Context: an optimization exercise on an open-source flow, tuned for small area, a short achievable clock period and few clock cycles per item. The choices shown serve that exercise and are no tape-out recipe. The RTL was checked by simulation tests, not by an equivalence proof against the original design. Power is estimated from default activity; no workload was simulated.

## flow/design.v

```verilog
module sha2_digest (
  input  wire         clk,
  input  wire         rst,         
  input  wire         start,       
  input  wire [1:0]   alg,         
  input  wire [47:0]  msg_len,     
  input  wire         in_valid,
  input  wire [63:0]  in_data,     
  output wire         in_ready,
  output wire         done,
  output wire [511:0] digest       
);
  localparam [1:0] ALG_384 = 2'd0, ALG_256 = 2'd1, ALG_512 = 2'd2, ALG_512_256 = 2'd3;
  localparam [1:0] S_IDLE = 2'd0, S_LOAD = 2'd1, S_ROUND = 2'd2, S_UPDATE = 2'd3;
  function automatic [63:0] k512 (input [6:0] t);
    reg [63:0] k;
    begin
      case (t)
      7'd0: k = 64'h428a2f98d728ae22;
      7'd1: k = 64'h7137449123ef65cd;
      7'd2: k = 64'hb5c0fbcfec4d3b2f;
      7'd3: k = 64'he9b5dba58189dbbc;
      7'd4: k = 64'h3956c25bf348b538;
      7'd5: k = 64'h59f111f1b605d019;
      7'd6: k = 64'h923f82a4af194f9b;
      7'd7: k = 64'hab1c5ed5da6d8118;
      7'd8: k = 64'hd807aa98a3030242;
      7'd9: k = 64'h12835b0145706fbe;
      7'd10: k = 64'h243185be4ee4b28c;
      7'd11: k = 64'h550c7dc3d5ffb4e2;
      7'd12: k = 64'h72be5d74f27b896f;
      7'd13: k = 64'h80deb1fe3b1696b1;
      7'd14: k = 64'h9bdc06a725c71235;
      7'd15: k = 64'hc19bf174cf692694;
      7'd16: k = 64'he49b69c19ef14ad2;
      7'd17: k = 64'hefbe4786384f25e3;
      7'd18: k = 64'h0fc19dc68b8cd5b5;
      7'd19: k = 64'h240ca1cc77ac9c65;
      7'd20: k = 64'h2de92c6f592b0275;
      7'd21: k = 64'h4a7484aa6ea6e483;
      7'd22: k = 64'h5cb0a9dcbd41fbd4;
      7'd23: k = 64'h76f988da831153b5;
      7'd24: k = 64'h983e5152ee66dfab;
      7'd25: k = 64'ha831c66d2db43210;
      7'd26: k = 64'hb00327c898fb213f;
      7'd27: k = 64'hbf597fc7beef0ee4;
      7'd28: k = 64'hc6e00bf33da88fc2;
      7'd29: k = 64'hd5a79147930aa725;
      7'd30: k = 64'h06ca6351e003826f;
      7'd31: k = 64'h142929670a0e6e70;
      7'd32: k = 64'h27b70a8546d22ffc;
      7'd33: k = 64'h2e1b21385c26c926;
      7'd34: k = 64'h4d2c6dfc5ac42aed;
      7'd35: k = 64'h53380d139d95b3df;
      7'd36: k = 64'h650a73548baf63de;
      7'd37: k = 64'h766a0abb3c77b2a8;
      7'd38: k = 64'h81c2c92e47edaee6;
      7'd39: k = 64'h92722c851482353b;
      7'd40: k = 64'ha2bfe8a14cf10364;
      7'd41: k = 64'ha81a664bbc423001;
      7'd42: k = 64'hc24b8b70d0f89791;
      7'd43: k = 64'hc76c51a30654be30;
      7'd44: k = 64'hd192e819d6ef5218;
      7'd45: k = 64'hd69906245565a910;
      7'd46: k = 64'hf40e35855771202a;
      7'd47: k = 64'h106aa07032bbd1b8;
      7'd48: k = 64'h19a4c116b8d2d0c8;
      7'd49: k = 64'h1e376c085141ab53;
      7'd50: k = 64'h2748774cdf8eeb99;
      7'd51: k = 64'h34b0bcb5e19b48a8;
      7'd52: k = 64'h391c0cb3c5c95a63;
      7'd53: k = 64'h4ed8aa4ae3418acb;
      7'd54: k = 64'h5b9cca4f7763e373;
      7'd55: k = 64'h682e6ff3d6b2b8a3;
      7'd56: k = 64'h748f82ee5defb2fc;
      7'd57: k = 64'h78a5636f43172f60;
      7'd58: k = 64'h84c87814a1f0ab72;
      7'd59: k = 64'h8cc702081a6439ec;
      7'd60: k = 64'h90befffa23631e28;
      7'd61: k = 64'ha4506cebde82bde9;
      7'd62: k = 64'hbef9a3f7b2c67915;
      7'd63: k = 64'hc67178f2e372532b;
      7'd64: k = 64'hca273eceea26619c;
      7'd65: k = 64'hd186b8c721c0c207;
      7'd66: k = 64'heada7dd6cde0eb1e;
      7'd67: k = 64'hf57d4f7fee6ed178;
      7'd68: k = 64'h06f067aa72176fba;
      7'd69: k = 64'h0a637dc5a2c898a6;
      7'd70: k = 64'h113f9804bef90dae;
      7'd71: k = 64'h1b710b35131c471b;
      7'd72: k = 64'h28db77f523047d84;
      7'd73: k = 64'h32caab7b40c72493;
      7'd74: k = 64'h3c9ebe0a15c9bebc;
      7'd75: k = 64'h431d67c49c100d4c;
      7'd76: k = 64'h4cc5d4becb3e42b6;
      7'd77: k = 64'h597f299cfc657e2a;
      7'd78: k = 64'h5fcb6fab3ad6faec;
      7'd79: k = 64'h6c44198c4a475817;
      default: k = 64'h0;
      endcase
      k512 = k;
    end
  endfunction
  function automatic [31:0] k256 (input [5:0] t);
    reg [31:0] k;
    begin
      case (t)
      6'd0: k = 32'h428a2f98;
      6'd1: k = 32'h71374491;
      6'd2: k = 32'hb5c0fbcf;
      6'd3: k = 32'he9b5dba5;
      6'd4: k = 32'h3956c25b;
      6'd5: k = 32'h59f111f1;
      6'd6: k = 32'h923f82a4;
      6'd7: k = 32'hab1c5ed5;
      6'd8: k = 32'hd807aa98;
      6'd9: k = 32'h12835b01;
      6'd10: k = 32'h243185be;
      6'd11: k = 32'h550c7dc3;
      6'd12: k = 32'h72be5d74;
      6'd13: k = 32'h80deb1fe;
      6'd14: k = 32'h9bdc06a7;
      6'd15: k = 32'hc19bf174;
      6'd16: k = 32'he49b69c1;
      6'd17: k = 32'hefbe4786;
      6'd18: k = 32'h0fc19dc6;
      6'd19: k = 32'h240ca1cc;
      6'd20: k = 32'h2de92c6f;
      6'd21: k = 32'h4a7484aa;
      6'd22: k = 32'h5cb0a9dc;
      6'd23: k = 32'h76f988da;
      6'd24: k = 32'h983e5152;
      6'd25: k = 32'ha831c66d;
      6'd26: k = 32'hb00327c8;
      6'd27: k = 32'hbf597fc7;
      6'd28: k = 32'hc6e00bf3;
      6'd29: k = 32'hd5a79147;
      6'd30: k = 32'h06ca6351;
      6'd31: k = 32'h14292967;
      6'd32: k = 32'h27b70a85;
      6'd33: k = 32'h2e1b2138;
      6'd34: k = 32'h4d2c6dfc;
      6'd35: k = 32'h53380d13;
      6'd36: k = 32'h650a7354;
      6'd37: k = 32'h766a0abb;
      6'd38: k = 32'h81c2c92e;
      6'd39: k = 32'h92722c85;
      6'd40: k = 32'ha2bfe8a1;
      6'd41: k = 32'ha81a664b;
      6'd42: k = 32'hc24b8b70;
      6'd43: k = 32'hc76c51a3;
      6'd44: k = 32'hd192e819;
      6'd45: k = 32'hd6990624;
      6'd46: k = 32'hf40e3585;
      6'd47: k = 32'h106aa070;
      6'd48: k = 32'h19a4c116;
      6'd49: k = 32'h1e376c08;
      6'd50: k = 32'h2748774c;
      6'd51: k = 32'h34b0bcb5;
      6'd52: k = 32'h391c0cb3;
      6'd53: k = 32'h4ed8aa4a;
      6'd54: k = 32'h5b9cca4f;
      6'd55: k = 32'h682e6ff3;
      6'd56: k = 32'h748f82ee;
      6'd57: k = 32'h78a5636f;
      6'd58: k = 32'h84c87814;
      6'd59: k = 32'h8cc70208;
      6'd60: k = 32'h90befffa;
      6'd61: k = 32'ha4506ceb;
      6'd62: k = 32'hbef9a3f7;
      6'd63: k = 32'hc67178f2;
      default: k = 32'h0;
      endcase
      k256 = k;
    end
  endfunction
  function automatic [63:0] rotr64 (input [63:0] x, input integer n);
    rotr64 = (x >> n) | (x << (64 - n));
  endfunction
  function automatic [31:0] rotr32 (input [31:0] x, input integer n);
    rotr32 = (x >> n) | (x << (32 - n));
  endfunction
  function automatic [63:0] bswap64 (input [63:0] x);
    integer i;
    begin
      for (i = 0; i < 8; i = i + 1)
        bswap64[8*i +: 8] = x[8*(7-i) +: 8];
    end
  endfunction
  function automatic [31:0] bswap32 (input [31:0] x);
    bswap32 = {x[7:0], x[15:8], x[23:16], x[31:24]};
  endfunction
  reg [1:0]  state;
  reg        done_q;
  reg [1:0]  alg_q;
  reg [47:0] len_q;
  reg [45:0] data_words;    
  reg [45:0] last_word;     
  reg [45:0] word_idx;      
  reg [3:0]  blk_idx;       
  reg [6:0]  rnd;
  reg [63:0] hs [0:7];
  reg [63:0] a, b, c, d, e, f, g, h;
  reg [63:0] w [0:15];
  wire mode256 = (alg_q == ALG_256);
  wire need_data  = (word_idx < data_words);
  wire tail_word  = (word_idx == data_words - 46'd1) && (len_q[2:0] != 3'd0);
  wire pad_word0  = (word_idx == data_words) && (len_q[2:0] == 3'd0);
  wire is_last    = (word_idx == last_word);
  reg [63:0] msg_word;      
  integer j;
  always @(*) begin
    msg_word = 64'h0;
    if (need_data) begin
      for (j = 0; j < 8; j = j + 1) begin
        if (!tail_word || (j < len_q[2:0]))
          msg_word[8*(7-j) +: 8] = in_data[8*j +: 8];
        else if (j == len_q[2:0])
          msg_word[8*(7-j) +: 8] = 8'h80;
      end
    end else if (is_last) begin
      msg_word = {13'b0, len_q, 3'b000};
    end else if (pad_word0) begin
      msg_word = 64'h8000_0000_0000_0000;
    end
  end
  assign in_ready = (state == S_LOAD) && need_data;
  wire   word_take = (state == S_LOAD) && (!need_data || in_valid);
  wire   blk_full  = mode256 ? (blk_idx == 4'd7) : (blk_idx == 4'd15);
  reg [63:0] t1, t2, new_a, new_e, w_next;
  always @(*) begin
    if (mode256) begin
      t1 = {32'b0, h[31:0]
                   + (rotr32(e[31:0], 6) ^ rotr32(e[31:0], 11) ^ rotr32(e[31:0], 25))
                   + ((e[31:0] & f[31:0]) ^ (~e[31:0] & g[31:0]))
                   + k256(rnd[5:0])
                   + w[0][31:0]};
      t2 = {32'b0, (rotr32(a[31:0], 2) ^ rotr32(a[31:0], 13) ^ rotr32(a[31:0], 22))
                   + ((a[31:0] & b[31:0]) ^ (a[31:0] & c[31:0]) ^ (b[31:0] & c[31:0]))};
      new_a  = {32'b0, t1[31:0] + t2[31:0]};
      new_e  = {32'b0, d[31:0] + t1[31:0]};
      w_next = {32'b0, (rotr32(w[14][31:0], 17) ^ rotr32(w[14][31:0], 19) ^ (w[14][31:0] >> 10))
                       + w[9][31:0]
                       + (rotr32(w[1][31:0], 7) ^ rotr32(w[1][31:0], 18) ^ (w[1][31:0] >> 3))
                       + w[0][31:0]};
    end else begin
      t1 = h
         + (rotr64(e, 14) ^ rotr64(e, 18) ^ rotr64(e, 41))
         + ((e & f) ^ (~e & g))
         + k512(rnd)
         + w[0];
      t2 = (rotr64(a, 28) ^ rotr64(a, 34) ^ rotr64(a, 39))
         + ((a & b) ^ (a & c) ^ (b & c));
      new_a  = t1 + t2;
      new_e  = d + t1;
      w_next = (rotr64(w[14], 19) ^ rotr64(w[14], 61) ^ (w[14] >> 6))
             + w[9]
             + (rotr64(w[1], 1) ^ rotr64(w[1], 8) ^ (w[1] >> 7))
             + w[0];
    end
  end
  wire last_rnd = mode256 ? (rnd == 7'd63) : (rnd == 7'd79);
  function automatic [63:0] iv (input [1:0] sel, input [2:0] i);
    begin
      case ({sel, i})
        {ALG_384, 3'd0}: iv = 64'hcbbb9d5dc1059ed8;
        {ALG_384, 3'd1}: iv = 64'h629a292a367cd507;
        {ALG_384, 3'd2}: iv = 64'h9159015a3070dd17;
        {ALG_384, 3'd3}: iv = 64'h152fecd8f70e5939;
        {ALG_384, 3'd4}: iv = 64'h67332667ffc00b31;
        {ALG_384, 3'd5}: iv = 64'h8eb44a8768581511;
        {ALG_384, 3'd6}: iv = 64'hdb0c2e0d64f98fa7;
        {ALG_384, 3'd7}: iv = 64'h47b5481dbefa4fa4;
        {ALG_256, 3'd0}: iv = 64'h6a09e667;
        {ALG_256, 3'd1}: iv = 64'hbb67ae85;
        {ALG_256, 3'd2}: iv = 64'h3c6ef372;
        {ALG_256, 3'd3}: iv = 64'ha54ff53a;
        {ALG_256, 3'd4}: iv = 64'h510e527f;
        {ALG_256, 3'd5}: iv = 64'h9b05688c;
        {ALG_256, 3'd6}: iv = 64'h1f83d9ab;
        {ALG_256, 3'd7}: iv = 64'h5be0cd19;
        {ALG_512, 3'd0}: iv = 64'h6a09e667f3bcc908;
        {ALG_512, 3'd1}: iv = 64'hbb67ae8584caa73b;
        {ALG_512, 3'd2}: iv = 64'h3c6ef372fe94f82b;
        {ALG_512, 3'd3}: iv = 64'ha54ff53a5f1d36f1;
        {ALG_512, 3'd4}: iv = 64'h510e527fade682d1;
        {ALG_512, 3'd5}: iv = 64'h9b05688c2b3e6c1f;
        {ALG_512, 3'd6}: iv = 64'h1f83d9abfb41bd6b;
        {ALG_512, 3'd7}: iv = 64'h5be0cd19137e2179;
        {ALG_512_256, 3'd0}: iv = 64'h22312194fc2bf72c;
        {ALG_512_256, 3'd1}: iv = 64'h9f555fa3c84c64c2;
        {ALG_512_256, 3'd2}: iv = 64'h2393b86b6f53b151;
        {ALG_512_256, 3'd3}: iv = 64'h963877195940eabd;
        {ALG_512_256, 3'd4}: iv = 64'h96283ee2a88effe3;
        {ALG_512_256, 3'd5}: iv = 64'hbe5e1e2553863992;
        {ALG_512_256, 3'd6}: iv = 64'h2b0199fc2c85b8aa;
        {ALG_512_256, 3'd7}: iv = 64'h0eb72ddc81c52ca2;
        default: iv = 64'h0;
      endcase
    end
  endfunction
  integer i;
  always @(posedge clk) begin
    if (rst) begin
      state  <= S_IDLE;
      done_q <= 1'b0;
    end else if (start) begin
      state      <= S_LOAD;
      done_q     <= 1'b0;
      alg_q      <= alg;
      len_q      <= msg_len;
      data_words <= ({1'b0, msg_len} + 49'd7) >> 3;
      if (alg == ALG_256)
        last_word <= ((({1'b0, msg_len} + 49'd72) >> 6) << 3) - 49'd1;
      else
        last_word <= ((({1'b0, msg_len} + 49'd144) >> 7) << 4) - 49'd1;
      word_idx   <= 46'd0;
      blk_idx    <= 4'd0;
      for (i = 0; i < 8; i = i + 1)
        hs[i] <= iv(alg, i[2:0]);
    end else begin
      case (state)
        S_LOAD: begin
          if (word_take) begin
            if (mode256) begin
              for (i = 0; i < 14; i = i + 1)
                w[i] <= w[i+2];
              w[14] <= {32'b0, msg_word[63:32]};
              w[15] <= {32'b0, msg_word[31:0]};
            end else begin
              for (i = 0; i < 15; i = i + 1)
                w[i] <= w[i+1];
              w[15] <= msg_word;
            end
            word_idx <= word_idx + 46'd1;
            blk_idx  <= blk_idx + 4'd1;
            if (blk_full) begin
              blk_idx <= 4'd0;
              rnd     <= 7'd0;
              a <= hs[0]; b <= hs[1]; c <= hs[2]; d <= hs[3];
              e <= hs[4]; f <= hs[5]; g <= hs[6]; h <= hs[7];
              state   <= S_ROUND;
            end
          end
        end
        S_ROUND: begin
          h <= g; g <= f; f <= e; e <= new_e;
          d <= c; c <= b; b <= a; a <= new_a;
          for (i = 0; i < 15; i = i + 1)
            w[i] <= w[i+1];
          w[15] <= w_next;
          rnd <= rnd + 7'd1;
          if (last_rnd)
            state <= S_UPDATE;
        end
        S_UPDATE: begin
          if (mode256) begin
            hs[0] <= {32'b0, hs[0][31:0] + a[31:0]}; hs[1] <= {32'b0, hs[1][31:0] + b[31:0]};
            hs[2] <= {32'b0, hs[2][31:0] + c[31:0]}; hs[3] <= {32'b0, hs[3][31:0] + d[31:0]};
            hs[4] <= {32'b0, hs[4][31:0] + e[31:0]}; hs[5] <= {32'b0, hs[5][31:0] + f[31:0]};
            hs[6] <= {32'b0, hs[6][31:0] + g[31:0]}; hs[7] <= {32'b0, hs[7][31:0] + h[31:0]};
          end else begin
            hs[0] <= hs[0] + a; hs[1] <= hs[1] + b; hs[2] <= hs[2] + c; hs[3] <= hs[3] + d;
            hs[4] <= hs[4] + e; hs[5] <= hs[5] + f; hs[6] <= hs[6] + g; hs[7] <= hs[7] + h;
          end
          if (word_idx > last_word) begin
            state  <= S_IDLE;
            done_q <= 1'b1;
          end else begin
            state  <= S_LOAD;
          end
        end
        default: ;
      endcase
    end
  end
  reg [511:0] result;
  integer n;
  always @(*) begin
    result = 512'h0;
    if (done_q) begin
      case (alg_q)
        ALG_256:
          for (n = 0; n < 8; n = n + 1)
            result[32*n +: 32] = bswap32(hs[n][31:0]);
        ALG_384:
          for (n = 0; n < 6; n = n + 1)
            result[64*n +: 64] = bswap64(hs[n]);
        ALG_512:
          for (n = 0; n < 8; n = n + 1)
            result[64*n +: 64] = bswap64(hs[n]);
        default:
          for (n = 0; n < 4; n = n + 1)
            result[64*n +: 64] = bswap64(hs[n]);
      endcase
    end
  end
  assign done   = done_q;
  assign digest = result;
endmodule
```

## flow/run.sh

```bash
#!/bin/bash
# synth_recipe.tcl (not shown) runs the flow's synth.tcl, then flattens the netlist and writes it again
# the make line also repeats each setting of config.mk as NAME=value (left out here)
make -C /OpenROAD-flow-scripts/flow DESIGN_CONFIG=/design/flow/config.mk WORK_HOME=/design/flow/orfs CLKGATE_MAP_FILE= SYNTH_SCRIPT=/design/flow/synth_recipe.tcl finish
```

## flow/config.mk

```make
export PLATFORM = sky130hd
export DESIGN_NAME = sha2_digest
export DESIGN_NICKNAME = sha2_digest
export VERILOG_FILES = /design/flow/design.v
export SDC_FILE = /design/flow/constraint.sdc
export NUM_CORES = 4
export LEC_CHECK = 0
export CAP_MARGIN = 20
export CORE_MARGIN = 2
export CORE_UTILIZATION = 30
export PLACE_DENSITY = 0.35
export SLEW_MARGIN = 20
export SYNTH_MEMORY_MAX_BITS = 8192
```

## flow/constraint.sdc

```tcl
create_clock -name core_clock -period 10.0 [get_ports {clk}]
set_input_delay 2.0000 -clock core_clock [delete_from_list [all_inputs] [get_ports {clk}]]
set_output_delay 2.0000 -clock core_clock [all_outputs]
set_load 0.01 [all_outputs]
```

==> flow_metrics.py <==
metrics = {
    "status": {
        "outcome": "finished clean",
    },
    "clocking": {
        "clk_latency_ns": 1.02,
        "cts_buffers": 321,
        "cts_hold_buffers": 0,
        "cts_max_level": 5,
        "clkTransAtPathRegs_ns": 0.06,
        "root_buffer": "clkbuf_16",
        "clockBufferDepth": 4,
        "cts.sinks": 2343,
        "cts_tree": "yes",
    },
    "worst_setup_path": {
        "crit_path_end_kind": "flop",
        "critPathRequiredTime_ns": 10.69,
        "crit_fanout": 4,
        "slowest_stage": "fa_1",
        "start_kind": "flop",
        "cpPeakStageDelay_ns": 0.58,
        "critPathKind": "flop to flop",
        "crit_arrival_ns": 10.20,
    },
    "layout": {
        "final_area_um2": 210200,
        "layout.nets": 21914,
        "final_cells": 28555,
        "syn2layout_area_growth_pct": 16.02,
        "drive_gt1_share_pct": 8.572,
    },
    "logic_synthesis": {
        "syn_area_per_cell_um2": 9.247,
        "synth.top_cell.area_share_pct": 37.19,
        "yosysTopAreaCell": "edfxtp_1",
        "synthCells": 19593,
        "ys.flop_type": "edfxtp_1",
        "ys_ff_latch": 2343,
        "synth_edf_count": 2244,
        "yosys-top-cells-count": "4076 x nand2_1, 2244 x edfxtp_1, 1190 x inv_1",
        "synth_most_common_cell": "nand2_1",
        "synth_cell_type_count": 101,
        "seq_area_frac_synth_pct": 38.29,
        "async_flop_share_pct": 0,
        "synth_warnings": 3,
        "synth_nets": 21302,
        "synthesis.area_um2": 181200,
        "yosys-top-cells-area": "edfxtp_1 37%, nand2_1 8.4%, ha_1 7.0%, fa_1 6.4%, xnor2_1 5.6%",
    },
    "drt": {
        "wl_met3_mm": 70.28,
        "wl_met1_mm": 477.4,
        "maxUsedRoutingLayer": "met5",
        "via_per_inst": 5.518,
        "drt_iter0_markers": 17773,
        "drc_errors": 0,
        "drtPass1Iterations": 8,
        "vias": 157567,
        "route.met2.wl_mm": 431.3,
        "wl_mm": 1031,
        "final_antenna_net_count": 0,
        "wl_per_cell_um": 36.10,
    },
    "placement": {
        "hpwl_mm": 817.5,
        "gp_congestion": 1.007,
        "placement.cell_area_um2": 199800,
        "placedCellCount": 27914,
        "pre_cts_slack_ns": -0.1244,
        "place.port_buffers": 631,
    },
    "run": {
        "max_cap_violations": 0,
    },
    "grt": {
        "grt_usage_pct": 32.60,
        "grt_pass1_wl_mm": 1371,
        "grt_max_degree": 191,
        "globalRouteOverflowTotal": 0,
        "first_global_vias": 150840,
        "antenna_found_initial": 145,
    },
    "sta": {
        "rsz0062_at_grt": "no",
        "fin_crit_sh_pct": 95.10,
        "setup-violations-final": 0,
        "fmaxAchievable_ghz": 0.1052,
        "finalHoldViolations": 0,
        "slew_violations": 0,
        "tightest_slew_ns": 1.344,
        "hold_slack_ns": 0.5059,
        "period_needed_ns": 9.510,
        "fin_ws_ns": 0.4900,
        "worst_clock_skew_ns": 0.1043,
        "slew_headroom_pct": 10.41,
    },
    "floorplan": {
        "fp.dieW_um": 781.1,
        "die_h_um": 781.1,
        "core_um2": 601900,
        "rows": 285,
        "dieArea_um2": 610200,
        "pin_count": 632,
        "start_util_pct": 30.10,
    },
    "power": {
        "power.static_leakage_nw": 85.28,
        "finalPower_mw": 61.22,
        "powerDensity_nw_per_um2": 291.2,
        "irDropWorstVdd_v": 0.0002755,
    },
    "hold_path": {
        "hp-class": "flop to flop",
    },
}
[critical path: cells and delay by family, from the launching register on]
family                   cells  cell delay, ns
AO/OA/AOI/OAI               15            3.38
XOR/XNOR                     5            1.08
adder cells (fa/ha/maj)      6            2.39
buffers and inverters        5            0.52
flip-flops                   1            0.47
AND/OR/NAND/NOR              5            1.36
[power by group]
group          switching, mW  internal (mW)  leakage [nW]
logic                   24.0           13.2          58.8
registers              0.899           11.5          21.6
clock network           5.04           6.54          4.91
[flip-flops by register name, indices dropped and copies added, names as in the netlist, named ones only]
register	count
state	2
data_words	46
w	1024
word_idx	46
len_q	48
c	64
f	64
e	64
d	64
hs	512
a	64
alg_q	2
last_word	43
h	64
b	64
g	64
blk_idx	4
rnd	7
done_q	1
[cell usage in the layout (no fill, tap or decap), types with 653 or more instances in the layout]
master | synthesis | routed
o21ai_0 | 1140 | 1126
nand2_1 | 4076 | 4067
xnor2_1 | 1161 | 1156
ha_1 | 1013 | 1009
buf_4 | 1 | 682
a21o_1 | 656 | 653
inv_1 | 1190 | 1190
edfxtp_1 | 2244 | 2244
nor2_1 | 788 | 779
a21oi_1 | 1052 | 1047
[logic make-up after synthesis]
family / count (synthesis) / share of synthesized area (%)
compound gates: 4526 / 16.07
buf+inv: 2257 / 4.696
simple gates: 6576 / 15.79
xor+xnor: 1769 / 8.551
fa+ha+maj: 1594 / 13.40
mux: 528 / 3.210
flops: 2343 / 38.29
[cell type report]
class | instances | area, um2
clock buffers | 417 | 8443
flip-flops and latches | 2343 | 69370
clock inverters | 164 | 1687
diodes | 56 | 140.1
multi-input cells | 14993 | 103900
well taps | 8036 | 10050
repair buffers | 1348 | 12130
inverters | 1198 | 4511
fillers | 62983 | 391700
[final timing paths]
kind | from | endpoint | depth (start not counted) | slack [ns]
setup / recovery | e[19]$_DFFE_PP_ | a[63]$_DFFE_PP_ | 36 | 0.49
hold / removal | w[12][12]$_DFFE_PP_ | w[10][12]$_DFFE_PP_ | 2 | 0.51
setup reg to reg | e[19]$_DFFE_PP_ | a[63]$_DFFE_PP_ | 36 | 0.49
hold reg to reg | w[12][12]$_DFFE_PP_ | w[10][12]$_DFFE_PP_ | 2 | 0.51
[metrics by stage]
step,utilization (%),TNS (ns)
final,34.92,0
after global routing,34.90,0
after CTS,34.88,0
after detailed placement,33.19,-0.1244
after global placement,33.19,-0.09417
after floorplan,-,-
[metal layers]
layer,vias up,track usage (%)
met5,-,0
met4,30,13.49
met3,1219,5.155
met2,6168,47.82
met1,80183,47.45
li1,69967,-
[what timing repair did]
action                                 4_1_cts  5_1_grt
gates resized for setup                      2       11
setup endpoints to repair                    3        5
setup buffers                                0        2
endpoints found under the hold margin        0        0
pin swaps                                    0        1
Testbench counts, summed over its fixed seeds: cycles 105,162, bytes 107,673.

==> port drivers added, routing unchanged <==
No port has a modelled driver above. Below, the same layout with a new extraction and two added sets of constraints. Step 1 sets driving cells, clkbuf_16 on the clock port and buf_2 on the other inputs (assumed; they add their load-dependent delay and slew). Step 2, shift: input delay + t, output delay - t, t = (earliest + latest rising clock arrival at the registers) / 2. This alone moves slack from input paths to output paths. Three values: ideal, step 1, step 2; two values: the first two.
t (ns): 1.106
setup slack, ns: 0.490 / 0.490 / 0.490
worst setup path after step 2: register to register
pins driven straight from the clock port: 1
After both steps setup and hold are still met in this run. The setup slack of this run moves by 0.000 ns with the drivers and by 0.000 ns with both steps.
